Background: an optimization exercise with open tools, aiming at small area. Do not read the settings as production practice. Only simulation tests tie the RTL to the original design; equivalence was not proved. Power figures rest on the tool's default switching activity, not on a simulated workload.

// servo_engine
module servo_engine (
    input  wire        clk,
    input  wire        rst,          
    input  wire        start,        
    input  wire        slow,         
    input  wire [3:0]  out_dl,       
    input  wire [2:0]  head,         
    output reg  [6:0]  pc,           
    output reg         busy,         
    input  wire [63:0] bundle,       
    input  wire [4:0]  flags,        
    input  wire        first,        
    output wire [31:0] d_raddr,
    input  wire [63:0] d_rdata,
    output wire [1:0]  d_we,         
    output wire [15:0] d_waddr,
    output wire [31:0] d_wdata,
    output wire [31:0] c_raddr,
    input  wire [63:0] c_rdata,
    input  wire        stat_clr,     
    output reg         aovf,
    output reg         qsat,
    output reg         late,
    output reg         slow_trunc,
    output reg  [15:0] fwevt,        
    output reg  [2:0]  loop_evt,     
    output reg  [2:0]  pl_valid,     
    output reg  [2:0]  pl_fail,      
    output reg  [15:0] dac_focus,
    output reg  [15:0] dac_track,
    output reg  [15:0] dac_tilt,
    output reg  [15:0] sled_cmd,
    output reg  [15:0] spindle_cmd,
    output reg  [15:0] elevator_cmd,
    output reg  [15:0] picker_cmd,
    output reg  [15:0] ffpub_focus,
    output reg  [15:0] ffpub_track,
    output reg  [15:0] trace0,
    output reg  [15:0] trace1,
    output reg  [10:0] out_upd
);
    wire [31:0] slot_a = bundle[31:0];
    wire [31:0] slot_b = bundle[63:32];
  ...
Settings: LEC_CHECK=0, CAP_MARGIN=0, CORE_MARGIN=2, CORE_UTILIZATION=70, CTS_BUF_LIST=sky130_fd_sc_hd__clkbuf_4, CTS_CLUSTER_DIAMETER=40, CTS_CLUSTER_SIZE=10, SLEW_MARGIN=0, BUFFER_PORTS_ARGS=-buffer_cell sky130_fd_sc_hd__buf_1, CTS_ARGS=-sink_clustering_enable -repair_clock_nets -sink_clustering_size 10 -sink_clustering_max_diameter 40 -buf_list sky130_fd_sc_hd__clkbuf_4 -dont_use_dummy_load; clock period 15.0 ns.
standard.sh (not shown) runs the stock make flow with config.mk's settings and CLKGATE_MAP_FILE= SYNTH_SCRIPT=/design/flow/synth_recipe.tcl, a recipe that flattens the netlist after the stock synthesis.
==> flow/flow/run.sh <==
#!/bin/bash
# The standard layout with these changes:
#  - each input and output port is buffered by the smallest buffer cell
#    instead of the one buffer_ports picks by default;
#  - after the standard synthesis, flow/polarity.py removes inverters between
#    full adders (a full adder is self-dual);
#  - the combinational cells other than the full adders are then mapped again by
#    ABC with an area-recovering script (flow/remap.abc, with a
#    time-limited &deepsyn pass); flip-flops and
#    full adders stay as they are;
set -euo pipefail
echo 'export BUFFER_PORTS_ARGS = -buffer_cell sky130_fd_sc_hd__buf_1' >> config.mk
echo 'export CTS_ARGS = -sink_clustering_enable -repair_clock_nets -sink_clustering_size 10 -sink_clustering_max_diameter 40 -buf_list sky130_fd_sc_hd__clkbuf_4 -dont_use_dummy_load' >> config.mk
R=$PWD/orfs/results/$FLOW_PLATFORM/servo_engine/base
LOGD=$PWD/orfs/logs/$FLOW_PLATFORM/servo_engine/base
OBJ=$PWD/orfs/objects/$FLOW_PLATFORM/servo_engine/base
LIB=$FLOW_HOME/platforms/$FLOW_PLATFORM/lib/sky130_fd_sc_hd__tt_025C_1v80.lib
bash standard.sh $R/1_2_yosys.v > synth.log 2>&1
cp $R/1_2_yosys.v 1_2_yosys_standard.v
python3 flow/polarity.py 1_2_yosys_standard.v 1_2_yosys_polarity.v > polarity.log 2>&1
python3 flow/unmap.py $LIB 1_2_yosys_polarity.v 1_2_yosys_generic.v > unmap.log 2>&1
DU=$(grep -o -- "-dont_use [A-Za-z0-9_]*" $LOGD/1_2_yosys.log | sort -u | tr '\n' ' ')
PS=$(python3 -c "print(int(round(float('$FLOW_PERIOD_NS') * 1000)))")
cat > remap.ys <<EOF
read_liberty -lib $LIB
read_verilog 1_2_yosys_generic.v
hierarchy -check -top $FLOW_TOP
proc
simplemap
opt -fast
opt_clean
abc -script $PWD/flow/remap.abc -liberty $LIB $DU -constr $OBJ/abc.constr -D $PS
opt_clean -purge
hilomap -singleton -hicell sky130_fd_sc_hd__conb_1 HI -locell sky130_fd_sc_hd__conb_1 LO
insbuf -buf sky130_fd_sc_hd__buf_4 A X
splitnets
opt_clean -purge
tee -o remap_stat.txt stat -liberty $LIB
write_verilog -noattr -noexpr -nohex -nodec $R/1_2_yosys.v
EOF
yosys -s remap.ys > remap.log 2>&1
bash standard.sh > standard.log 2>&1
==> flow/flow/remap.abc <==
&get -n
&st
&deepsyn -T 60
&st
&dch
&nf -R 1000
&put
buffer -c
topo
stime -c
upsize -c
dnsize -c
==> flow/flow/unmap.py <==
#!/usr/bin/env python3
"""Turns a mapped netlist back into generic logic for a new ABC run.

Every single-output combinational cell becomes an assign with its liberty
function, and each half adder two assigns; full adders, flip-flops and tie
cells stay as cell instances.

usage: unmap.py LIB IN.v OUT.v
"""
import re
import sys

KEEP = ("fa_", "dfxtp_", "edfxtp_", "conb_", "dfrtp_", "dfstp_", "sdf", "dl")
lib = open(sys.argv[1]).read()
func = {}
outpin = {}
for m in re.finditer(r'cell\s*\(\s*"?(\w+)"?\s*\)\s*\{', lib):
    name = m.group(1)
    start = m.end()
    nxt = lib.find("\n    cell (", start)
    body = lib[start:nxt if nxt > 0 else len(lib)]
    outs = re.findall(r'pin\s*\(\s*"?(\w+)"?\s*\)\s*\{[^{}]*?direction\s*:\s*"?output"?\s*;', body)
    fns = re.findall(r'pin\s*\(\s*"?(\w+)"?\s*\)\s*\{(?:(?!pin\s*\().)*?function\s*:\s*"([^"]*)"', body, re.S)
    if len(fns) == 1:
        func[name] = fns[0][1]
        outpin[name] = fns[0][0]

src = open(sys.argv[2]).read()
inst_re = re.compile(r"^  (\S+) (\S+)\s*\((.*?)\);\n", re.S | re.M)
out = []
pos = 0
n_conv = 0
for mm in inst_re.finditer(src):
    typ = mm.group(1)
    if typ in ("wire", "input", "output", "inout", "assign", "module"):
        continue
    cell = typ.replace("sky130_fd_sc_hd__", "")
    if cell.startswith("ha_"):
        pins = {p: v.strip() for p, v in re.findall(r"\.(\w+)\(([^()]*)\)", mm.group(3))}
        def nm(v):
            return v + (" " if v.startswith("\\") else "")
        out.append(src[pos:mm.start()])
        if "SUM" in pins:
            out.append(f"  assign {nm(pins['SUM'])} = {nm(pins['A'])} ^ {nm(pins['B'])};\n")
        if "COUT" in pins:
            out.append(f"  assign {nm(pins['COUT'])} = {nm(pins['A'])} & {nm(pins['B'])};\n")
        pos = mm.end()
        n_conv += 1
        continue
    if any(cell.startswith(k) for k in KEEP) or typ not in func:
        continue
    pins = {p: v.strip() for p, v in re.findall(r"\.(\w+)\(([^()]*)\)", mm.group(3))}
    op = outpin[typ]
    if op not in pins:
        continue
    def sub(t):
        v = pins[t.group(0)]
        if v.startswith("\\"):
            v = v + " "
        return "(" + v + ")"
    expr = re.sub(r"[A-Za-z_][A-Za-z0-9_]*", sub, func[typ])
    expr = expr.replace("!", "~").replace("*", "&").replace("+", "|")
    lhs = pins[op] + (" " if pins[op].startswith("\\") else "")
    out.append(src[pos:mm.start()])
    out.append(f"  assign {lhs} = {expr};\n")
    pos = mm.end()
    n_conv += 1
out.append(src[pos:])
open(sys.argv[3], "w").write("".join(out))
sys.stderr.write(f"unmap: {n_conv} cells turned into logic\n")
Other scripts of this flow, unchanged in this note and not shown: flow/flow/polarity.py
Next try:
--- a/flow/flow/run.sh
+++ b/flow/flow/run.sh
@@ -6,6 +6,6 @@
 #    full adders (a full adder is self-dual);
-#  - the combinational cells other than the full adders are then mapped again by
+#  - the combinational cells other than the adders are then mapped again by
 #    ABC with an area-recovering script (flow/remap.abc, with a
-#    time-limited &deepsyn pass); flip-flops and
-#    full adders stay as they are;
+#    time-limited &deepsyn pass); flip-flops, full
+#    and half adders stay as they are;
 set -euo pipefail
--- a/flow/flow/unmap.py
+++ b/flow/flow/unmap.py
@@ -4,4 +4,4 @@
 Every single-output combinational cell becomes an assign with its liberty
-function, and each half adder two assigns; full adders, flip-flops and tie
-cells stay as cell instances.
+function; full adders, half adders, flip-flops and tie cells stay as cell
+instances.
 
@@ -12,3 +12,3 @@
 
-KEEP = ("fa_", "dfxtp_", "edfxtp_", "conb_", "dfrtp_", "dfstp_", "sdf", "dl")
+KEEP = ("fa_", "ha_", "dfxtp_", "edfxtp_", "conb_", "dfrtp_", "dfstp_", "sdf", "dl")
 lib = open(sys.argv[1]).read()
@@ -37,14 +37,2 @@
     cell = typ.replace("sky130_fd_sc_hd__", "")
-    if cell.startswith("ha_"):
-        pins = {p: v.strip() for p, v in re.findall(r"\.(\w+)\(([^()]*)\)", mm.group(3))}
-        def nm(v):
-            return v + (" " if v.startswith("\\") else "")
-        out.append(src[pos:mm.start()])
-        if "SUM" in pins:
-            out.append(f"  assign {nm(pins['SUM'])} = {nm(pins['A'])} ^ {nm(pins['B'])};\n")
-        if "COUT" in pins:
-            out.append(f"  assign {nm(pins['COUT'])} = {nm(pins['A'])} & {nm(pins['B'])};\n")
-        pos = mm.end()
-        n_conv += 1
-        continue
     if any(cell.startswith(k) for k in KEEP) or typ not in func:
CORE_UTILIZATION = 76   (was 70)
Result: Die area is lower by 7.3%; design area is lower by 0.83%; non-clock buffer count is lower by 40; maximum frequency is higher by 0.76%; utilization is higher by 5.7 points; worst hold slack is about the same; power is lower by 1.9%; wire length is lower by 2.2%; synthesized cell count is lower by 2.6%; via count hardly moves.
Next try:
--- a/flow/flow/run.sh
+++ b/flow/flow/run.sh
@@ -10,5 +10,5 @@
 #    and half adders stay as they are;
+#  - then the standard flow continues from the new netlist.
 set -euo pipefail
 echo 'export BUFFER_PORTS_ARGS = -buffer_cell sky130_fd_sc_hd__buf_1' >> config.mk
-echo 'export CTS_ARGS = -sink_clustering_enable -repair_clock_nets -sink_clustering_size 10 -sink_clustering_max_diameter 40 -buf_list sky130_fd_sc_hd__clkbuf_4 -dont_use_dummy_load' >> config.mk
 R=$PWD/orfs/results/$FLOW_PLATFORM/servo_engine/base
CORE_UTILIZATION = 70   (was 76)
CTS_ARGS = not set   (was -sink_clustering_enable -repair_clock_nets -sink_clustering_size 10 -sink_clustering_max_diameter 40 -buf_list sky130_fd_sc_hd__clkbuf_4 -dont_use_dummy_load)
After rerunning: The changed run produced a clean layout; clock power grows by 43%; clock-buffer cell count grows by 15; power grows by 4.7%; global-route usage shrinks by 2.9 points; via count barely changes.
Next try:
--- a/flow/flow/run.sh
+++ b/flow/flow/run.sh
@@ -7,4 +7,3 @@
 #  - the combinational cells other than the adders are then mapped again by
-#    ABC with an area-recovering script (flow/remap.abc, with a
-#    time-limited &deepsyn pass); flip-flops, full
+#    ABC with an area-recovering script (flow/remap.abc); flip-flops, full
 #    and half adders stay as they are;
==> flow/flow/remap.abc (replaced) <==
&get -n
&st
&dch
&nf -R 1000
&put
buffer -c
topo
stime -c
upsize -c
dnsize -c
CORE_UTILIZATION = 60   (was 70)
Outcome: The changed run ran to the end with no violations; sequential power hardly moves; worst setup slack is better by 0.45 ns; register-to-register slack is better by 0.42 ns; routed wire length went down by a few percent; cell count went up by a little under a tenth; first-iteration DRC count went down by about a fifth; sequential cell count does not change.

-- static timing again, ports no longer ideal --
In the flow no input, the clock included, has a driving cell. The finished layouts below were timed again as built, in two steps. Step 1 assumes that a clkbuf_16 drives the clock port and a buf_2 every other input. Step 2 also shifts input and output timing later by t, the mid clock arrival at the registers, as if the neighbouring blocks saw the same clock. a / b / c = ideal ports / drivers / drivers and shift; a / b = the first two.
run | t (ns) | slack for setup (ns) | worst setup path at the end | slew at the worst register clock pin (ns) | worst data-port slew with drivers (ns)
the first run | 0.809 | 0.369 / 0.193 / -0.616 | input to register | 0.11 / 0.11 | 0.24
the second run | 0.824 | 0.479 / 0.511 / -0.312 | input to register | 0.12 / 0.12 | 0.14
the third run | 0.907 | 0.339 / 0.376 / -0.532 | input to register | 0.11 / 0.11 | 0.16
the fourth run | 0.885 | 0.792 / 0.836 / -0.048 | input to register | 0.11 / 0.11 | 0.27
With both steps, setup timing fails in every run listed, where it was met with ideal ports. The setup slack of the first run, which loses most, moves by -0.176 ns with the drivers and by -0.985 ns with both steps.
